This is an optimization exercise on Yosys and OpenROAD, whose aim is small area, a short achievable clock period and few clock cycles, not a production implementation. In this exercise RTL edits were held to simulation tests only and were not proved equivalent to the original. Power figures rest on the tool's default switching activity, not on a simulated workload.

## flow/flow/run.sh

```bash
#!/bin/bash
# Layout flow: the standard ORFS flow (standard.sh: the unchanged standard
# synthesis, floorplan, power grid, placement, CTS and routing) with these
# changes to how the layout is made:
#  - timing repair aims below the clock period: repair_timing works on the
#    worst paths longer than 18 ns - SETUP_SLACK_MARGIN;
#  - repair_design keeps slews and loads further below the library limits;
#  - ports get buf_2 buffers (repair resizes them where timing needs it).
# The SDC, the clock period and the I/O delays are the standard flow's. Each step's log is
# under orfs/logs; make's own output is in flow.log.
set -euo pipefail
bash standard.sh \
  SETUP_SLACK_MARGIN=12.5 \
  TNS_END_PERCENT=5 \
  SLEW_MARGIN=60 \
  CAP_MARGIN=40 \
  "BUFFER_PORTS_ARGS=-buffer_cell sky130_fd_sc_hd__buf_2" \
  finish > flow.log 2>&1
```

## flow/standard.sh

```bash
#!/bin/bash
# synth_recipe.tcl (not shown) runs the flow's synth.tcl, then flattens the netlist and writes it again
# the make line also repeats each setting of config.mk as NAME=value (left out here)
make -C /OpenROAD-flow-scripts/flow DESIGN_CONFIG=/design/flow/config.mk WORK_HOME=/design/flow/orfs CLKGATE_MAP_FILE= SYNTH_SCRIPT=/design/flow/synth_recipe.tcl "${@:-finish}"
```

## flow/config.mk

```make
export PLATFORM = sky130hd
export DESIGN_NAME = crc_block
export DESIGN_NICKNAME = crc_block
export VERILOG_FILES = /design/flow/design.v
export SDC_FILE = /design/flow/constraint.sdc
export NUM_CORES = 8
export LEC_CHECK = 0
export CAP_MARGIN = 20
export CORE_MARGIN = 2
export CORE_UTILIZATION = 60
export CTS_CLUSTER_DIAMETER = 70
export CTS_CLUSTER_SIZE = 25
export PLACE_DENSITY = 0.7
export SLEW_MARGIN = 20
```

## flow/constraint.sdc

```tcl
create_clock -name core_clock -period 18.0 [get_ports {clk}]
set_input_delay 3.6000 -clock core_clock [delete_from_list [all_inputs] [get_ports {clk}]]
set_output_delay 3.6000 -clock core_clock [all_outputs]
set_load 0.01 [all_outputs]
```

## flow/design.v

```verilog
module crc_block (
    input  wire        clk,
    input  wire        rst,
    input  wire        reg_we,
    input  wire [9:0]  reg_waddr,
    input  wire [31:0] reg_wdata,
    input  wire        reg_re,
    input  wire [9:0]  reg_raddr,
    output wire [31:0] reg_rdata,
    input  wire        cmd_valid,
    input  wire        cmd_op,
    input  wire [3:0]  cmd_unit,
    output reg         cmd_ready,
    output reg         resp_valid,
    output reg  [7:0]  resp_status,
    input  wire        s_valid,
    output wire        s_ready,
    input  wire [7:0]  s_data,
    input  wire        s_first,
    input  wire        s_last,
    input  wire        s_dir,       
    input  wire [7:0]  s_svc,
    input  wire [15:0] s_peer,
    output reg         r_valid,
    output reg         r_hit,
    output reg  [3:0]  r_unit,
    output reg         r_ok,
    output reg  [10:0] r_len,
    output reg  [31:0] r_crc,
    output reg  [31:0] r_app
);
    localparam [7:0] ST_OK        = 8'h00;
    localparam [7:0] ST_BIND_DUP  = 8'h40;
    localparam [7:0] ST_CFG_RANGE = 8'h41;
    function [7:0] rev8(input [7:0] b);
        integer i;
        begin
            for (i = 0; i < 8; i = i + 1)
                rev8[i] = b[7-i];
        end
    endfunction
    function [31:0] rev32(input [31:0] v);
        integer i;
        begin
            for (i = 0; i < 32; i = i + 1)
                rev32[i] = v[31-i];
        end
    endfunction
    function [31:0] width_mask(input [5:0] w);
        integer i;
        begin
            for (i = 0; i < 32; i = i + 1)
                width_mask[i] = (i < w);
        end
    endfunction
    function [2:0] chk_bytes(input [5:0] w);
        begin
            if (w <= 6'd8)       chk_bytes = 3'd1;
            else if (w <= 6'd16) chk_bytes = 3'd2;
            else if (w <= 6'd24) chk_bytes = 3'd3;
            else                 chk_bytes = 3'd4;
        end
    endfunction
    function [31:0] crc8_al(input [31:0] crc, input [7:0] b, input [31:0] poly);
        reg [31:0] r;
        integer k;
        begin
            r = crc ^ {b, 24'd0};
            for (k = 0; k < 8; k = k + 1)
                r = r[31] ? ((r << 1) ^ poly) : (r << 1);
            crc8_al = r;
        end
    endfunction
    function [27:0] crc_amat(input [31:0] p);
        reg [63:0] a;
        reg        x;
        integer    k, i, j;
        begin
            a = 64'd0;
            for (k = 0; k < 8; k = k + 1) begin
                a[8*k + k] = 1'b1;
                for (i = 0; i < k; i = i + 1) begin
                    x = 1'b0;
                    for (j = i; j < k; j = j + 1)
                        x = x ^ (p[32-k+j] & a[8*j + i]);
                    a[8*k + i] = x;
                end
            end
            crc_amat = 28'd0;
            for (k = 1; k < 8; k = k + 1)
                for (i = 0; i < k; i = i + 1)
                    crc_amat[k*(k-1)/2 + i] = a[8*k + i];
        end
    endfunction
    function [31:0] crc8_mat(input [31:0] crc, input [7:0] b, input [31:0] poly, input [27:0] am);
        reg [31:0] r0;
        reg [7:0]  fb, t;
        reg [8:0]  terms;
        integer    k, i;
        begin
            r0 = crc ^ {b, 24'd0};
            for (k = 0; k < 8; k = k + 1) begin
                t = 8'd0;
                for (i = 0; i < k; i = i + 1)
                    t[i] = am[k*(k-1)/2 + i] & r0[31-i];
                t[k] = r0[31-k];
                fb[k] = ^t;
            end
            for (i = 0; i < 32; i = i + 1) begin
                terms = 9'd0;
                if (i >= 8)
                    terms[8] = r0[i-8];
                for (k = 0; k < 8; k = k + 1)
                    if (i - 7 + k >= 0 && i - 7 + k <= 31)
                        terms[k] = fb[k] & poly[i-7+k];
                crc8_mat[i] = ^terms;
            end
        end
    endfunction
    function [31:0] order_bytes(input [31:0] v, input [2:0] c, input order);
        reg [31:0] o;
        integer k;
        begin
            o = 32'd0;
            for (k = 0; k < 4; k = k + 1)
                if (k < c)
                    o[8*k +: 8] = order ? v[8*(c-1-k) +: 8] : v[8*k +: 8];
            order_bytes = o;
        end
    endfunction
    function bindable(input [7:0] svc);
        begin
            bindable = (svc >= 8'h11 && svc <= 8'h1E) ||
                       (svc >= 8'h20 && svc <= 8'h2F) ||
                       (svc >= 8'h31 && svc <= 8'h3F);
        end
    endfunction
    reg [16*6-1:0]  u_width;
    reg [15:0]      u_refin;
    reg [15:0]      u_refout;
    reg [15:0]      u_order;
    reg [15:0]      u_strip;
    reg [16*2-1:0]  u_mode;
    reg [16*32-1:0] u_poly;
    reg [16*32-1:0] u_init;
    reg [16*32-1:0] u_xorout;
    reg [16*8-1:0]  u_svc;
    reg [16*16-1:0] u_peer;
    reg [16*32-1:0] u_check;
    reg [16*32-1:0] u_good;
    reg [16*32-1:0] u_bad;
    reg [15:0]      en;
    reg [15:0]      err;
    reg        a_valid;
    reg [7:0]  a_data;
    reg        a_first;
    reg        a_last;
    reg        a_dir;
    reg [7:0]  a_svc;      
    reg [15:0] a_peer;
    reg        l_valid;
    reg [7:0]  l_data;
    reg        l_first;
    reg        l_last;
    reg        l_dir;
    reg        l_hit;
    reg [3:0]  l_unit;
    reg [5:0]  p_width;
    reg [31:0] p_poly;
    reg [31:0] p_init;
    reg [31:0] p_xorout;
    reg        p_refin;
    reg        p_refout;
    reg        p_order;
    reg        p_strip;
    reg        p_dir;
    reg        p_hit;
    reg        p_cmd;
    reg [3:0]  p_unit;
    reg        b_valid;
    reg [7:0]  b_data;
    reg        b_first;
    reg        b_last;
    reg [5:0]  f_width;
    reg [31:0] f_poly;
    reg [27:0] f_am;        
    reg [31:0] f_init;
    reg [31:0] f_xm;        
    reg [2:0]  f_c;
    reg [3:0]  f_coh;       
    reg        f_refin;
    reg        f_refout;
    reg        f_order;
    reg        f_strip;
    reg        f_dir;
    reg        f_hit;
    reg        f_cmd;
    reg [3:0]  f_unit;
    reg        c_valid;
    reg [7:0]  c_data;
    reg        c_first;
    reg        c_last;
    reg [31:0] run_crc;
    reg [10:0] run_n;
    reg [31:0] run_hist;    
    reg        run_fed;     
    reg [31:0] e_rx;        
    reg        e_rx_hi;     
    reg        e_eg_ok;     
    reg        e_in_ok;     
    reg        q_valid;
    reg [5:0]  q_width;
    reg [31:0] q_xm;
    reg [2:0]  q_c;
    reg        q_refout;
    reg        q_order;
    reg        q_strip;
    reg        q_dir;
    reg        q_hit;
    reg        q_cmd;
    reg [3:0]  q_unit;
    reg [31:0] g_good;
    reg [31:0] g_bad;
    localparam [2:0] C_IDLE = 3'd0, C_DIS = 3'd1, C_CHK1 = 3'd2, C_CHK2 = 3'd3,
                     C_RUN = 3'd4, C_WAIT = 3'd5, C_RESP = 3'd6;
    reg [2:0]  c_state;
    reg [3:0]  c_unit;
    reg [3:0]  c_idx;
    reg [1:0]  c_mode;
    reg [7:0]  c_status;
    assign s_ready = 1'b1;
    reg [15:0] lk_spec, lk_wild, dup_v;
    integer    ui;
    always @(*) begin
        for (ui = 0; ui < 16; ui = ui + 1) begin
            lk_spec[ui] = en[ui] && u_mode[2*ui + a_dir] && u_svc[8*ui +: 8] == a_svc &&
                          u_peer[16*ui +: 16] != 16'hFFFF && u_peer[16*ui +: 16] == a_peer;
            lk_wild[ui] = en[ui] && u_mode[2*ui + a_dir] && u_svc[8*ui +: 8] == a_svc &&
                          u_peer[16*ui +: 16] == 16'hFFFF;
            dup_v[ui]   = en[ui] && (c_unit != ui) && u_svc[8*ui +: 8] == a_svc &&
                          u_peer[16*ui +: 16] == a_peer && (u_mode[2*ui +: 2] & c_mode) != 2'b00;
        end
    end
    function [3:0] lowest(input [15:0] v);
        integer i;
        begin
            lowest = 4'd0;
            for (i = 15; i >= 0; i = i - 1)
                if (v[i]) lowest = i[3:0];
        end
    endfunction
    wire       lk_hit  = (|lk_spec) || (|lk_wild);
    wire [3:0] lk_unit = (|lk_spec) ? lowest(lk_spec) : lowest(lk_wild);
    wire [2:0]  rd_reg  = reg_raddr[4:2];
    wire        cmd_fetch = (c_state == C_CHK1);
    wire        use_cfg   = l_valid || cmd_fetch;
    wire [3:0]  cfg_unit  = cmd_fetch ? c_unit : l_unit;
    wire        use_cnt   = c_valid && c_last;
    reg [15:0]  rd_u;
    reg [7:0]   rd_r;
    reg [15:0]  pipe_u, cnt_u;
    reg [15:0]  sel_cfg, sel_poly, sel_init, sel_xo, sel_bind, sel_chk, sel_good, sel_bad;
    always @(*) begin
        for (ui = 0; ui < 8; ui = ui + 1)
            rd_r[ui] = (rd_reg == ui);
        for (ui = 0; ui < 16; ui = ui + 1) begin
            rd_u[ui]     = (reg_raddr[9:5] == 5'd8 + ui);
            pipe_u[ui]   = (cfg_unit == ui);
            cnt_u[ui]    = (f_unit == ui);
            sel_cfg[ui]  = use_cfg ? pipe_u[ui] : (rd_u[ui] && rd_r[0]);
            sel_poly[ui] = use_cfg ? pipe_u[ui] : (rd_u[ui] && rd_r[1]);
            sel_init[ui] = use_cfg ? pipe_u[ui] : (rd_u[ui] && rd_r[2]);
            sel_xo[ui]   = use_cfg ? pipe_u[ui] : (rd_u[ui] && rd_r[3]);
            sel_bind[ui] = use_cfg ? pipe_u[ui] : (rd_u[ui] && rd_r[4]);
            sel_chk[ui]  = rd_u[ui] && rd_r[5] && en[ui];
            sel_good[ui] = use_cnt ? cnt_u[ui] : (rd_u[ui] && rd_r[6]);
            sel_bad[ui]  = use_cnt ? cnt_u[ui] : (rd_u[ui] && rd_r[7]);
        end
    end
    reg [5:0]  m_width;
    reg        m_refin, m_refout, m_order, m_strip;
    reg [1:0]  m_mode;
    reg [31:0] m_poly, m_init, m_xorout, m_check, m_good, m_bad;
    reg [7:0]  m_svc;
    reg [15:0] m_peer;
    always @(*) begin
        m_width = 6'd0; m_refin = 1'b0; m_refout = 1'b0; m_order = 1'b0; m_strip = 1'b0;
        m_mode = 2'd0; m_poly = 32'd0; m_init = 32'd0; m_xorout = 32'd0;
        m_svc = 8'd0; m_peer = 16'd0; m_check = 32'd0; m_good = 32'd0; m_bad = 32'd0;
        for (ui = 0; ui < 16; ui = ui + 1) begin
            m_width  = m_width  | (u_width[6*ui +: 6]   & {6{sel_cfg[ui]}});
            m_refin  = m_refin  | (u_refin[ui]          & sel_cfg[ui]);
            m_refout = m_refout | (u_refout[ui]         & sel_cfg[ui]);
            m_order  = m_order  | (u_order[ui]          & sel_cfg[ui]);
            m_strip  = m_strip  | (u_strip[ui]          & sel_cfg[ui]);
            m_mode   = m_mode   | (u_mode[2*ui +: 2]    & {2{sel_cfg[ui]}});
            m_poly   = m_poly   | (u_poly[32*ui +: 32]  & {32{sel_poly[ui]}});
            m_init   = m_init   | (u_init[32*ui +: 32]  & {32{sel_init[ui]}});
            m_xorout = m_xorout | (u_xorout[32*ui +: 32] & {32{sel_xo[ui]}});
            m_svc    = m_svc    | (u_svc[8*ui +: 8]     & {8{sel_bind[ui]}});
            m_peer   = m_peer   | (u_peer[16*ui +: 16]  & {16{sel_bind[ui]}});
            m_check  = m_check  | (u_check[32*ui +: 32] & {32{sel_chk[ui]}});
            m_good   = m_good   | (u_good[32*ui +: 32]  & {32{sel_good[ui]}});
            m_bad    = m_bad    | (u_bad[32*ui +: 32]   & {32{sel_bad[ui]}});
        end
    end
    wire [31:0] rdata_a = ((reg_raddr[9:2] == 8'h00) ? {16'd0, en}  : 32'd0) |
                          ((reg_raddr[9:2] == 8'h01) ? {16'd0, err} : 32'd0) |
                          {18'd0, m_mode, m_strip, m_order, m_refout, m_refin, 2'd0, m_width} |
                          m_poly | m_init | m_xorout;
    wire [31:0] rdata_b = {m_peer, 8'd0, m_svc} | m_check | m_good | m_bad;
    reg  [31:0] rd_a, rd_b;
    always @(posedge clk) begin
        rd_a <= rdata_a;
        rd_b <= rdata_b;
    end
    assign reg_rdata = rd_a | rd_b;
    wire [63:0] p_poly_w = {p_poly, 32'd0} >> p_width;
    wire [63:0] p_init_w = {p_init, 32'd0} >> p_width;
    wire [31:0] crc_in   = c_first ? f_init : run_crc;
    wire [10:0] n_in     = c_first ? 11'd0 : run_n;
    wire [31:0] hist_in  = c_first ? 32'd0 : run_hist;
    wire        feed     = !f_dir || (!c_first && run_fed);
    wire [7:0]  hist_c   = ({8{f_coh[0]}} & run_hist[7:0])   | ({8{f_coh[1]}} & run_hist[15:8]) |
                           ({8{f_coh[2]}} & run_hist[23:16]) | ({8{f_coh[3]}} & run_hist[31:24]);
    wire [7:0]  feed_b   = f_dir ? hist_c : c_data;
    wire [7:0]  feed_r   = f_refin ? rev8(feed_b) : feed_b;
    wire [31:0] crc_next = feed ? crc8_mat(crc_in, feed_r, f_poly, f_am) : crc_in;
    wire [10:0] n_next   = n_in + 11'd1;
    wire [31:0] hist_next = {hist_in[23:0], c_data};
    reg  [31:0] e_rxw;
    integer     k;
    always @(*) begin
        e_rxw = 32'd0;
        for (k = 0; k < 4; k = k + 1)
            if (k < f_c)
                e_rxw[8*k +: 8] = hist_next[8*(f_c-1-k) +: 8];
    end
    wire [31:0] e_rxo   = order_bytes(e_rxw, f_c, f_order);
    wire [31:0] e_v     = e_rxo ^ f_xm;
    wire [63:0] e_v_w   = {e_v, 32'd0} >> f_width;
    wire [31:0] e_rx_n  = f_refout ? rev32(e_v) : e_v_w[31:0];
    wire        e_hi_n  = f_refout || ((e_rxo & ~width_mask(f_width)) == 32'd0);
    wire        e_eg_n  = (n_next >= 11'd4) && (n_next <= 11'd1484 - {8'd0, f_c});
    wire        e_in_n  = (n_next >= {8'd0, f_c} + 11'd4);
    wire [63:0] fin_w   = {32'd0, run_crc} << q_width;
    wire [31:0] fin_u   = q_refout ? rev32(run_crc) : fin_w[63:32];
    wire [31:0] fin_chk = fin_u ^ q_xm;
    wire [31:0] fin_app = order_bytes(fin_chk, q_c, q_order);
    wire        fin_ok  = !q_hit || (q_dir ? (e_in_ok && e_rx_hi && (e_rx == run_crc)) : e_eg_ok);
    reg  [10:0] fin_len;
    always @(*) begin
        if (!q_hit)
            fin_len = run_n;
        else if (!q_dir)
            fin_len = fin_ok ? run_n + {8'd0, q_c} : run_n;
        else
            fin_len = (fin_ok && q_strip) ? run_n - {8'd0, q_c} : run_n;
    end
    wire        res_now  = q_valid && !q_cmd;
    wire        good_now = res_now && q_hit && fin_ok;
    wire        bad_now  = res_now && q_hit && !fin_ok && q_dir;
    wire        chk_now  = q_valid && q_cmd;
    wire [31:0] good_inc = g_good + 32'd1;
    wire [31:0] bad_inc  = g_bad + 32'd1;
    wire [2:0]  wr_reg  = reg_waddr[4:2];
    wire        wr_cfg  = reg_we && (wr_reg == 3'd0);
    wire        wr_poly = reg_we && (wr_reg == 3'd1);
    wire        wr_init = reg_we && (wr_reg == 3'd2);
    wire        wr_xo   = reg_we && (wr_reg == 3'd3);
    wire        wr_bind = reg_we && (wr_reg == 3'd4);
    wire [13:0] d_cfg   = rst ? 14'b00_1_0_1_1_00_100000 : reg_wdata[13:0];
    wire [31:0] d_poly  = rst ? 32'h1EDC_6F41 : reg_wdata;
    wire [31:0] d_init  = rst ? 32'hFFFF_FFFF : reg_wdata;
    wire [31:0] d_xo    = rst ? 32'hFFFF_FFFF : reg_wdata;
    wire [31:0] d_bind  = rst ? 32'hFFFF_0000 : reg_wdata;
    wire [31:0] d_check = rst ? 32'd0 : fin_chk;
    wire [31:0] d_good  = rst ? 32'd0 : good_inc;
    wire [31:0] d_bad   = rst ? 32'd0 : bad_inc;
    genvar g;
    generate
        for (g = 0; g < 16; g = g + 1) begin : unit
            wire wsel = (reg_waddr[9:5] == 5'd8 + g) && !en[g];
            always @(posedge clk) begin
                if (rst || (wr_cfg && wsel)) begin
                    u_width[6*g +: 6] <= d_cfg[5:0];
                    u_refin[g]        <= d_cfg[8];
                    u_refout[g]       <= d_cfg[9];
                    u_order[g]        <= d_cfg[10];
                    u_strip[g]        <= d_cfg[11];
                    u_mode[2*g +: 2]  <= d_cfg[13:12];
                end
                if (rst || (wr_poly && wsel))
                    u_poly[32*g +: 32] <= d_poly;
                if (rst || (wr_init && wsel))
                    u_init[32*g +: 32] <= d_init;
                if (rst || (wr_xo && wsel))
                    u_xorout[32*g +: 32] <= d_xo;
                if (rst || (wr_bind && wsel)) begin
                    u_svc[8*g +: 8]    <= d_bind[7:0];
                    u_peer[16*g +: 16] <= d_bind[31:16];
                end
                if (rst || (chk_now && q_unit == g))
                    u_check[32*g +: 32] <= d_check;
                if (rst || (good_now && q_unit == g))
                    u_good[32*g +: 32] <= d_good;
                if (rst || (bad_now && q_unit == g))
                    u_bad[32*g +: 32] <= d_bad;
            end
        end
    endgenerate
    wire c_inj = (c_state == C_RUN);
    always @(posedge clk) begin
        if (rst) begin
            en         <= 16'd0;
            err        <= 16'd0;
            c_state    <= C_IDLE;
            cmd_ready  <= 1'b1;
            resp_valid <= 1'b0;
            a_valid    <= 1'b0;
            l_valid    <= 1'b0;
            b_valid    <= 1'b0;
            c_valid    <= 1'b0;
            q_valid    <= 1'b0;
            r_valid    <= 1'b0;
        end else begin
            if (reg_we && reg_waddr[9:2] == 8'h01)
                err <= (err | ({15'd0, bad_now} << q_unit)) & ~reg_wdata[15:0];
            else if (bad_now)
                err[q_unit] <= 1'b1;
            resp_valid <= 1'b0;
            case (c_state)
                C_IDLE: begin
                    if (cmd_valid) begin
                        c_unit    <= cmd_unit;
                        c_state   <= cmd_op ? C_DIS : C_CHK1;
                        cmd_ready <= 1'b0;
                    end
                end
                C_DIS: begin
                    en[c_unit] <= 1'b0;
                    c_status   <= ST_OK;
                    c_state    <= C_RESP;
                end
                C_CHK1: begin
                    c_mode  <= m_mode;
                    c_state <= C_CHK2;
                end
                C_CHK2: begin
                    if ((p_width < 6'd8) || (p_width > 6'd32) || !bindable(a_svc) || (c_mode == 2'b00)) begin
                        c_status <= ST_CFG_RANGE;
                        c_state  <= C_RESP;
                    end else if (|dup_v) begin
                        c_status <= ST_BIND_DUP;
                        c_state  <= C_RESP;
                    end else begin
                        en[c_unit] <= 1'b1;
                        c_idx      <= 4'd0;
                        c_state    <= C_RUN;
                    end
                end
                C_RUN: begin
                    c_idx <= c_idx + 4'd1;
                    if (c_idx == 4'd8)
                        c_state <= C_WAIT;
                end
                C_WAIT: begin
                    if (chk_now) begin
                        resp_valid  <= 1'b1;
                        resp_status <= ST_OK;
                        c_state     <= C_IDLE;
                        cmd_ready   <= 1'b1;
                    end
                end
                default: begin    
                    resp_valid  <= 1'b1;
                    resp_status <= c_status;
                    c_state     <= C_IDLE;
                    cmd_ready   <= 1'b1;
                end
            endcase
            a_valid <= s_valid;
            l_valid <= a_valid;
            b_valid <= l_valid || c_inj;
            c_valid <= b_valid;
            q_valid <= c_valid && c_last;
            r_valid <= res_now;
        end
        a_data  <= s_data;
        a_first <= s_first;
        a_last  <= s_last;
        a_dir   <= s_dir;
        a_svc   <= cmd_fetch ? m_svc : s_svc;
        a_peer  <= cmd_fetch ? m_peer : s_peer;
        l_data  <= a_data;
        l_first <= a_first;
        l_last  <= a_last;
        l_dir   <= a_dir;
        l_hit   <= lk_hit;
        l_unit  <= lk_unit;
        if (c_inj) begin
            b_data  <= 8'h31 + {4'd0, c_idx};
            b_first <= (c_idx == 4'd0);
            b_last  <= (c_idx == 4'd8);
        end else begin
            b_data  <= l_data;
            b_first <= l_first;
            b_last  <= l_last;
        end
        if ((l_valid && l_first) || cmd_fetch) begin
            p_width  <= m_width;
            p_poly   <= m_poly;
            p_init   <= m_init;
            p_xorout <= m_xorout;
            p_refin  <= m_refin;
            p_refout <= m_refout;
            p_order  <= m_order;
            p_strip  <= m_strip;
            p_dir    <= cmd_fetch ? 1'b0 : l_dir;
            p_hit    <= cmd_fetch ? 1'b1 : l_hit;
            p_cmd    <= cmd_fetch;
            p_unit   <= cfg_unit;
        end
        c_data  <= b_data;
        c_first <= b_first;
        c_last  <= b_last;
        if (b_valid && b_first) begin
            f_width  <= p_width;
            f_poly   <= p_poly_w[31:0];
            f_am     <= crc_amat(p_poly_w[31:0]);
            f_init   <= p_init_w[31:0];
            f_xm     <= p_xorout & width_mask(p_width);
            f_c      <= chk_bytes(p_width);
            f_coh    <= 4'd1 << (chk_bytes(p_width) - 3'd1);
            f_refin  <= p_refin;
            f_refout <= p_refout;
            f_order  <= p_order;
            f_strip  <= p_strip;
            f_dir    <= p_dir;
            f_hit    <= p_hit;
            f_cmd    <= p_cmd;
            f_unit   <= p_unit;
        end
        if (c_valid) begin
            run_crc  <= crc_next;
            run_n    <= n_next;
            run_hist <= hist_next;
            run_fed  <= (n_next >= {8'd0, f_c});
        end
        e_rx    <= e_rx_n;
        e_rx_hi <= e_hi_n;
        e_eg_ok <= e_eg_n;
        e_in_ok <= e_in_n;
        if (c_valid && c_last) begin
            q_width  <= f_width;
            q_xm     <= f_xm;
            q_c      <= f_c;
            q_refout <= f_refout;
            q_order  <= f_order;
            q_strip  <= f_strip;
            q_dir    <= f_dir;
            q_hit    <= f_hit;
            q_cmd    <= f_cmd;
            q_unit   <= f_unit;
        end
        g_good <= (good_now && q_unit == f_unit) ? good_inc : m_good;
        g_bad  <= (bad_now && q_unit == f_unit) ? bad_inc : m_bad;
        if (res_now) begin
            r_hit  <= q_hit;
            r_unit <= q_hit ? q_unit : 4'd0;
            r_ok   <= fin_ok;
            r_len  <= fin_len;
            r_crc  <= q_hit ? fin_chk : 32'd0;
            r_app  <= (q_hit && !q_dir) ? fin_app : 32'd0;
        end
    end
endmodule
```

==> results of run 1 <==
-- synth_stat cells, types with 33 or more instances --
library cell,n
or2_2,77
nor3_1,101
o211ai_1,43
xor2_1,457
and2_1,45
a31o_2,33
a22o_1,598
a221oi_1,610
nand3_1,319
a21oi_1,346
o21ai_0,248
buf_1,105
nor2_1,650
nor2b_1,94
buf_2,88
a211oi_1,33
nand4_1,313
a31oi_1,58
mux2i_1,342
o22ai_1,92
mux2_2,54
or3_1,48
ha_1,50
nor4_1,118
o21ai_1,40
nand2b_1,34
a21o_1,55
mux4_2,64
xnor2_1,365
o21bai_1,83
dfxtp_1,277
and3_1,61
edfxtp_1,4109
inv_1,74
nand2_1,817
clkbuf_1,595
a22oi_1,753
-- per-layer routing --
metal	track usage (%)	vias to the layer above
met2	60.97	10020
met4	22.85	28
met3	11.27	1618
li1	-	51140
met1	56.41	63490
met5	0	-
-- final timing paths --
path	start	slack (ns)	to
max	rd_b[21]	12.19	reg_rdata[21]
min	b_data[5]	0.33	c_data[5]
max reg2reg	f_c[2]	12.57	e_rx[28]
min reg2reg	b_data[5]	0.33	c_data[5]
-- final cells by class --
class                           instances  area, sq um
Multi-Input combinational cell       7413        56340
Fill cell                           20980        99450
Sequential cell                      4386       129000
Clock buffer                          311         6077
Timing Repair Buffer                  865         7958
Clock inverter                         59         1008
Tap cell                             4100         5130
Antenna cell                          193        483.0
Inverter                               89        359.1
-- power groups by stage --
stage	Combinational, uW	Sequential, uW	Clock (uW)
floorplan	2460	12400	0
detailed placement	4050	12700	0
global route	4560	12500	6180
CTS	4160	12400	5840
global placement	3860	12600	0
finish	4380	12500	5850
-- sequential cells by signal (all words and copies together) (netlist names), 96 cells and up, named ones only --
signal and flops:
u_width 96, u_good 512, u_init 512, u_peer 256
u_check 512, u_svc 128, u_poly 512, u_xorout 512
u_bad 512
-- cell families (layout without fill, tap and decap cells) --
family / count (synthesis) / in the layout / synth area share (%)
compound gates: 3272 / 3273 / 13.40
other cells: 2 / 200 / 0.004072
mux: 464 / 464 / 2.992
simple gates: 2782 / 2782 / 7.286
buf+inv: 908 / 1324 / 1.995
fa+ha+maj: 53 / 53 / 0.3664
xor+xnor: 834 / 834 / 4.042
flops: 4386 / 4386 / 69.91
-- timing repair --
item	4_1_cts	5_1_grt
resized for setup	51	98
pin swaps	28	40
setup endpoints to repair	198	242
hold buffers	0	0
setup buffers	45	57
cloned	0	2
-- worst reg2reg max path, cell delays in order (launching register included) --
cell	delay (ns)
edfxtp_1	0.36
buf_6	0.32
clkinvlp_4	0.35
ha_2	0.49
buf_12	0.18
ha_2	0.34
nor2_1	0.40
nand2_1	0.13
o32a_1	0.21
o21a_1	0.23
a2111oi_2	0.55
xnor2_2	0.23
mux4_2	0.55
nand2_1	0.09
o21ai_1	0.08
o21ai_1	0.21
nor3_1	0.08
o31ai_2	0.49
-- through the flow --
step           hold slack, ns  std cells  util (%)
2_1_floorplan          0.3096      12710         -
3_3_place_gp           0.3097      16600     62.89
3_5_place_dp           0.3128      16720     64.15
4_1_cts                0.3297      17130     66.74
5_1_grt                0.3398      17380     67.45
6_report               0.3261      17420     67.48
==> impl_metrics.ini, run 1 <==
[status]
status = timing/DRC/antenna clean

[global_routing]
grt_max_degree = 87
grt_overflow = 0
track_usage_pct = 41.47
grt_pass1_vias = 117200
grt_pass1_wl_um = 904700
antenna_found_initial = 81

[critical_path]
crit_required_ns = 14.40
cp_data_arrival_time_ns = 2.21
crit_buf_inv = 1
crit_path_max_fanout = 8
crit_path_max_incr_delay_ns = 0.80
crit_cells = 2
reg2reg_depth = 17
critPathLaunchType = flop
crit_type = reg -> out
worstSetupEndpointType = output port
cp_slowest_cell = dfxtp_1
path_cells = or2_2 -> buf_2
critical-path-top-delay-family = flip-flops

[clocking]
cts_sinks = 4386
cts_buffers = 221
clkTransAtPathRegs_ns = 0.09
clk_latency_ns = 0.99
cts_tree = yes
clockBufferDepth = 4
clock-root-buffer = clkbuf_16
htree_levels = 4

[yosys]
ys_seq_area_share_pct = 69.91
synth_cell_types = 105
synth-seq-cells = 4386
synth_ff_type = edfxtp_1
syn_inst = 12700
ys_warn_count = 7
netlist_area_sq_mm = 0.1844
synth_top_area_share_pct = 66.91
netlist_top_cells_area = edfxtp_1 (67%), a22oi_1 (3.1%), dfxtp_1 (3.0%)
ys_async_sr_fraction_pct = 0
syn_avg_cell_area_sq_um = 14.52
synth_edf_count = 4109
yosysTopAreaCell = edfxtp_1

[timing]
fmax_mhz = 172.2
min_period_over_period_pct = 32.27
max_slew_margin_pct = 38.67
finalSetupViolCount = 0
period_needed_ns = 5.809
finalSetupTns_ns = 0
setup_slack_ns = 12.19
drv_slew = 0
hold_violations = 0
rsz0062_at_grt = true
finClkSkew_ns = 0.08445
tightest_slew_ns = 0.9199

[drt]
route.met2.wl_um = 291400
vias_per_cell = 7.252
top_layer = met5
wire_per_inst_um = 37.88
drtAntennaViolNets = 0
dr_wl_met3_um = 89040
drt_wl_total_um = 659700
met1Wirelength_um = 239200
drtIter0Drc = 21330
drc = 0
dr.pass1.iters = 6
num_vias = 126300

[final_layout]
layout_commonest_cell = edfxtp_1
nNetsFinal = 13130
stdcell_area_sq_mm = 0.2064
layout_common_cells = edfxtp_1 (4109), nand2_1 (804), a22oi_1 (752)
area_growth_pct = 11.89
drive_gt1_share_pct = 16.05

[place]
portBuffers = 210
place_area_sq_mm = 0.1962
post-place-ws_ns = 11.00
gp_congestion = 1.010
dpl.hpwl_um = 415300

[floorplanning]
initial_core_util_pct = 60.31
core.rowCount = 203
ioPinCount = 223
die_x_um = 558.4
fp.dieH_um = 558.4
dieArea_sq_mm = 0.3118
core_sq_mm = 0.3058

[power]
seq_power_share_pct = 54.9
p_comb_share_pct = 19.3
swShare_pct = 29.21
intPower_uw = 16060
power.leakage_uw = 0.07014
irDropWorstVdd_mv = 0.09760
power_density_mw_per_mm2 = 109.9
p_switching_uw = 6627
total_power_uw = 22690
clockPowerShare_pct = 25.8

[flow_run]
maxCapViolations = 0

[worst_hold_path]
hold_depth = 0
hold_path.class = reg -> reg
Testbench counts, summed over its fixed seeds: cycles 65,467.
==> run 2, diff against run 1 <==
--- a/flow/design.v
+++ b/flow/design.v
@@ -204,8 +204,6 @@
     reg [10:0] run_n;
     reg [31:0] run_hist;    
     reg        run_fed;     
-    reg [31:0] e_rx;        
-    reg        e_rx_hi;     
     reg        e_eg_ok;     
     reg        e_in_ok;     
     reg        q_valid;
@@ -253,8 +251,9 @@
     wire [3:0] lk_unit = (|lk_spec) ? lowest(lk_spec) : lowest(lk_wild);
     wire [2:0]  rd_reg  = reg_raddr[4:2];
     wire        cmd_fetch = (c_state == C_CHK1);
-    wire        use_cfg   = l_valid || cmd_fetch;
-    wire [3:0]  cfg_unit  = cmd_fetch ? c_unit : l_unit;
+    wire        cmd_sel   = (c_state == C_CHK1) || (c_state == C_CHK2) || (c_state == C_RUN);
+    wire        use_cfg   = l_valid || cmd_sel;
+    wire [3:0]  cfg_unit  = cmd_sel ? c_unit : l_unit;
     wire        use_cnt   = c_valid && c_last;
     reg [15:0]  rd_u;
     reg [7:0]   rd_r;
@@ -328,26 +327,22 @@
     wire [31:0] crc_next = feed ? crc8_mat(crc_in, feed_r, f_poly, f_am) : crc_in;
     wire [10:0] n_next   = n_in + 11'd1;
     wire [31:0] hist_next = {hist_in[23:0], c_data};
-    reg  [31:0] e_rxw;
-    integer     k;
-    always @(*) begin
-        e_rxw = 32'd0;
-        for (k = 0; k < 4; k = k + 1)
-            if (k < f_c)
-                e_rxw[8*k +: 8] = hist_next[8*(f_c-1-k) +: 8];
-    end
-    wire [31:0] e_rxo   = order_bytes(e_rxw, f_c, f_order);
-    wire [31:0] e_v     = e_rxo ^ f_xm;
-    wire [63:0] e_v_w   = {e_v, 32'd0} >> f_width;
-    wire [31:0] e_rx_n  = f_refout ? rev32(e_v) : e_v_w[31:0];
-    wire        e_hi_n  = f_refout || ((e_rxo & ~width_mask(f_width)) == 32'd0);
     wire        e_eg_n  = (n_next >= 11'd4) && (n_next <= 11'd1484 - {8'd0, f_c});
     wire        e_in_n  = (n_next >= {8'd0, f_c} + 11'd4);
     wire [63:0] fin_w   = {32'd0, run_crc} << q_width;
     wire [31:0] fin_u   = q_refout ? rev32(run_crc) : fin_w[63:32];
     wire [31:0] fin_chk = fin_u ^ q_xm;
     wire [31:0] fin_app = order_bytes(fin_chk, q_c, q_order);
-    wire        fin_ok  = !q_hit || (q_dir ? (e_in_ok && e_rx_hi && (e_rx == run_crc)) : e_eg_ok);
+    reg  [31:0] fin_rxw;
+    integer     k;
+    always @(*) begin
+        fin_rxw = 32'd0;
+        for (k = 0; k < 4; k = k + 1)
+            if (k < q_c)
+                fin_rxw[8*k +: 8] = run_hist[8*(q_c-1-k) +: 8];
+    end
+    wire [31:0] fin_rx  = order_bytes(fin_rxw, q_c, q_order);
+    wire        fin_ok  = !q_hit || (q_dir ? (e_in_ok && (fin_rx == fin_chk)) : e_eg_ok);
     reg  [10:0] fin_len;
     always @(*) begin
         if (!q_hit)
@@ -507,20 +502,18 @@
             b_first <= l_first;
             b_last  <= l_last;
         end
-        if ((l_valid && l_first) || cmd_fetch) begin
-            p_width  <= m_width;
-            p_poly   <= m_poly;
-            p_init   <= m_init;
-            p_xorout <= m_xorout;
-            p_refin  <= m_refin;
-            p_refout <= m_refout;
-            p_order  <= m_order;
-            p_strip  <= m_strip;
-            p_dir    <= cmd_fetch ? 1'b0 : l_dir;
-            p_hit    <= cmd_fetch ? 1'b1 : l_hit;
-            p_cmd    <= cmd_fetch;
-            p_unit   <= cfg_unit;
-        end
+        p_width  <= m_width;
+        p_poly   <= m_poly;
+        p_init   <= m_init;
+        p_xorout <= m_xorout;
+        p_refin  <= m_refin;
+        p_refout <= m_refout;
+        p_order  <= m_order;
+        p_strip  <= m_strip;
+        p_dir    <= cmd_sel ? 1'b0 : l_dir;
+        p_hit    <= cmd_sel ? 1'b1 : l_hit;
+        p_cmd    <= cmd_sel;
+        p_unit   <= cfg_unit;
         c_data  <= b_data;
         c_first <= b_first;
         c_last  <= b_last;
@@ -547,31 +540,25 @@
             run_hist <= hist_next;
             run_fed  <= (n_next >= {8'd0, f_c});
         end
-        e_rx    <= e_rx_n;
-        e_rx_hi <= e_hi_n;
         e_eg_ok <= e_eg_n;
         e_in_ok <= e_in_n;
-        if (c_valid && c_last) begin
-            q_width  <= f_width;
-            q_xm     <= f_xm;
-            q_c      <= f_c;
-            q_refout <= f_refout;
-            q_order  <= f_order;
-            q_strip  <= f_strip;
-            q_dir    <= f_dir;
-            q_hit    <= f_hit;
-            q_cmd    <= f_cmd;
-            q_unit   <= f_unit;
-        end
+        q_width  <= f_width;
+        q_xm     <= f_xm;
+        q_c      <= f_c;
+        q_refout <= f_refout;
+        q_order  <= f_order;
+        q_strip  <= f_strip;
+        q_dir    <= f_dir;
+        q_hit    <= f_hit;
+        q_cmd    <= f_cmd;
+        q_unit   <= f_unit;
         g_good <= (good_now && q_unit == f_unit) ? good_inc : m_good;
         g_bad  <= (bad_now && q_unit == f_unit) ? bad_inc : m_bad;
-        if (res_now) begin
-            r_hit  <= q_hit;
-            r_unit <= q_hit ? q_unit : 4'd0;
-            r_ok   <= fin_ok;
-            r_len  <= fin_len;
-            r_crc  <= q_hit ? fin_chk : 32'd0;
-            r_app  <= (q_hit && !q_dir) ? fin_app : 32'd0;
-        end
+        r_hit  <= q_hit;
+        r_unit <= q_hit ? q_unit : 4'd0;
+        r_ok   <= fin_ok;
+        r_len  <= fin_len;
+        r_crc  <= q_hit ? fin_chk : 32'd0;
+        r_app  <= (q_hit && !q_dir) ? fin_app : 32'd0;
     end
 endmodule
==> flow/flow/run.sh (replaced) <==
#!/bin/bash
# Layout flow: the standard ORFS flow (standard.sh: the unchanged standard
# synthesis, floorplan, power grid, placement, CTS and routing) with these
# changes to how the layout is made:
#  - timing repair aims below the clock period: repair_timing works on the
#    worst paths longer than 18 ns - SETUP_SLACK_MARGIN;
set -euo pipefail
bash standard.sh \
  SETUP_SLACK_MARGIN=12.5 \
  TNS_END_PERCENT=5 \
  "BUFFER_PORTS_ARGS=-buffer_cell sky130_fd_sc_hd__buf_2" \
  finish > flow.log 2>&1
--- a/flow/config.mk
+++ b/flow/config.mk
@@ -5,10 +5,10 @@
 export SDC_FILE = /design/flow/constraint.sdc
 export NUM_CORES = 8
 export LEC_CHECK = 0
-export CAP_MARGIN = 20
+export CAP_MARGIN = 40
 export CORE_MARGIN = 2
 export CORE_UTILIZATION = 60
 export CTS_CLUSTER_DIAMETER = 70
 export CTS_CLUSTER_SIZE = 25
 export PLACE_DENSITY = 0.7
-export SLEW_MARGIN = 20
+export SLEW_MARGIN = 60
==> impl_metrics.ini, run 2 <==
[yosys]
ys_warn_count = 7
synth_top_area_share_pct = 65.28
synth_cell_types = 108
ys_async_sr_fraction_pct = 0
ys_seq_area_share_pct = 70.79
synth_common_cells = edfxtp_1 (3864), a22oi_1 (965), nand2_1 (711), clkbuf_1 (606), nor2_1 (547)
synth-seq-cells = 4353
yosysTopAreaCell = edfxtp_1
netlist_area_sq_mm = 0.1777
syn_avg_cell_area_sq_um = 14.75
yosysMostFrequentCell = edfxtp_1
syn_inst = 12050
netlist_top_cells_area = edfxtp_1 (65%), dfxtp_1 (5.5%), a22oi_1 (4.1%)
synth_ff_type = edfxtp_1
synth_edf_count = 3864

[clocking]
cts_buffers = 217
clock-root-buffer = clkbuf_16
htree_levels = 4
cts_tree = yes
clockBufferDepth = 4
clkTransAtPathRegs_ns = 0.09
cts_sinks = 4353
clk_latency_ns = 0.99

[drt]
dr.pass1.iters = 7
vias_per_cell = 7.272
drc = 0
wire_per_inst_um = 38.20
drtIter0Drc = 20360
num_vias = 120800
drtAntennaViolNets = 0
drt_wl_total_um = 634500

[final_layout]
drive_gt1_share_pct = 16.63
final_util_pct = 67.94
layout_common_cells = edfxtp_1 (3864), a22oi_1 (963), nand2_1 (702)
fillCellCount = 19960
nNetsFinal = 12520
area_growth_pct = 12.48
layout_commonest_cell = edfxtp_1

[timing]
max_slew_margin_pct = 51.88
drv_slew = 0
min_period_over_period_pct = 31.92
period_needed_ns = 5.746
hold_violations = 0
rsz0062_at_grt = true
fmax_mhz = 174.1
finClkSkew_ns = 0.06889
finalSetupViolCount = 0
finalSetupTns_ns = 0
tightest_slew_ns = 0.7180

[critical_path]
worstSetupEndpointType = flop
crit_path_max_incr_delay_ns = 0.47
cp_slowest_cell = nor2_2
crit_path_max_fanout = 24
crit_required_ns = 18.71
critPathLaunchType = input port
path_common_cell = clkbuf_4
cp_data_arrival_time_ns = 6.46
path_cells = clkbuf_4 -> inv_1 -> nor3_4 -> clkbuf_4 -> nand2_1 -> a21oi_2 -> buf_4 -> a22o_1 -> a221oi_1 -> nand3_1 -> nor2_2 -> nand4_1
crit_type = in -> reg

[global_routing]
grt_pass1_vias = 112500
grt.busiest_layer = met2
grtUsageMet3_pct = 11.57
grt_pass1_wl_um = 864800
grt_overflow = 0
gr-usage-met2_pct = 61.31
grt_max_degree = 91
antenna_found_initial = 88
track_usage_pct = 40.98
grtUsageMet1_pct = 54.44

[place]
portBuffers = 210
dpl.hpwl_um = 390000
gp_congestion = 0.9928

[floorplanning]
fp.dieH_um = 548.3
initial_core_util_pct = 60.40
die_x_um = 548.3
ioPinCount = 223
core.rowCount = 199
dieArea_sq_mm = 0.3006
core_sq_mm = 0.2943

[status]
status = timing/DRC/antenna clean

[worst_hold_path]
hold_path.class = reg -> reg

[power]
power_density_mw_per_mm2 = 115.4
power.leakage_uw = 0.06865
irDropWorstVdd_mv = 0.1050

[flow_run]
maxCapViolations = 0
run 2: kinds of logic (layout without fill, tap and decap cells):
| family | count (synthesis) | count (layout) | share of synthesized area, % |
|---|---|---|---|
| AOI/OAI and AO/OA | 2981 | 2981 | 12.67 |
| xor gates and xnor gates | 794 | 794 | 3.988 |
| adders and majority gates | 46 | 46 | 0.3323 |
| buffers and inverters | 851 | 1333 | 1.923 |
| DFF | 4353 | 4353 | 70.79 |
| muxes | 403 | 403 | 2.936 |
| other | 2 | 162 | 0.004225 |
| and+or+nand+nor | 2619 | 2620 | 7.360 |
run 2: layout make-up:
type	count	area, sq um	area share [%]
Antenna cell	155	387.9	0.1940
Clock buffer	316	5939	2.971
Clock inverter	63	849.6	0.4249
Inverter	83	337.8	0.1690
Multi-Input combinational cell	6851	52670	26.34
Sequential cell	4353	125900	62.98
Tap cell	3919	4903	2.452
Timing Repair Buffer	871	8936	4.469
run 2: worst paths after layout:
path | end | cells past startpoint | start | slack [ns]
worst max-delay path | rd_b[20] | 12 | reg_raddr[4] | 12.25
worst min-delay path | c_data[6] | 0 | b_data[6] | 0.33
worst max register to register | u_bad[481] | 23 | q_c[0] | 12.42
worst min register to register | c_data[6] | 0 | b_data[6] | 0.33
run 2: where the power goes:
| part | internal [uW] | leakage, uW | switching, uW |
|---|---|---|---|
| logic | 1760 | 0.0228 | 3280 |
| clock network | 2410 | 0.00327 | 3260 |
| registers | 11900 | 0.0426 | 481 |
| total | 16000 | 0.0686 | 7030 |
run 2: per-stage QoR:
stage | total power (uW) | hold WS, ns | setup slack, ns | area, sq um | instances
floorplan | 15110 | 0.3096 | 11.84 | 178200 | 12050
global placement | 16910 | 0.3142 | 9.817 | 185400 | 15790
detailed placement | 17150 | 0.3121 | 10.56 | 189300 | 15900
CTS | 22670 | 0.3313 | 12.36 | 197400 | 16360
global route | 23600 | 0.3311 | 12.31 | 199800 | 16550
finish | 23070 | 0.3294 | 12.25 | 199900 | 16610
run 2: layer usage:
metal	wire length, um	vias up	share of wire, %
met5	885	-	0.14
met4	42140	66	6.6
met3	90540	1781	14
met2	280500	9863	44
met1	220500	60460	35
li1	-	48620	-
run 2: critical path, delay by kind of cell:
kind / cells / cell delay, ns
simple gates: 5 / 1.20
buf+inv: 4 / 0.88
compound gates: 3 / 0.74
run 2: repair_timing:
item                       4_1_cts  5_1_grt
setup endpoints to repair     1185     1101
setup buffers                   73       56
hold buffers                     0        0
cloned                           7       10
pin swaps                       37       44
gates resized for setup        129      111
Testbench counts of run 2, summed over its fixed seeds: cycles 65,467.

static timing again, ports no longer ideal:
In the flow no input, the clock included, has a driving cell. The finished layouts below were timed again as built, in two steps. Step 1: set_driving_cell puts a clkbuf_16 on clk and a buf_2 on each other input, an assumption about the parent block. Step 2 moves the port delays by t, midway between the first and last clock arrival at a register: inputs arrive t later, outputs are due t later. That takes back most of the time a late clock gives input paths. Slacks: ideal ports / drivers / drivers and shift; pairs: ideal ports / drivers.
run	t (ns)	slack for setup (ns)	latest minus earliest clock arrival (ns)	slew at the worst register clock pin (ns)
run 1	1.062	12.191 / 12.074 / 11.204	0.099 / 0.098	0.11 / 0.11
run 2	1.063	12.255 / 12.201 / 11.145	0.076 / 0.075	0.11 / 0.11
After both steps every run listed still meets setup and hold. The setup slack of run 2, which loses most, moves by -0.054 ns with the drivers and by -1.110 ns with both steps.
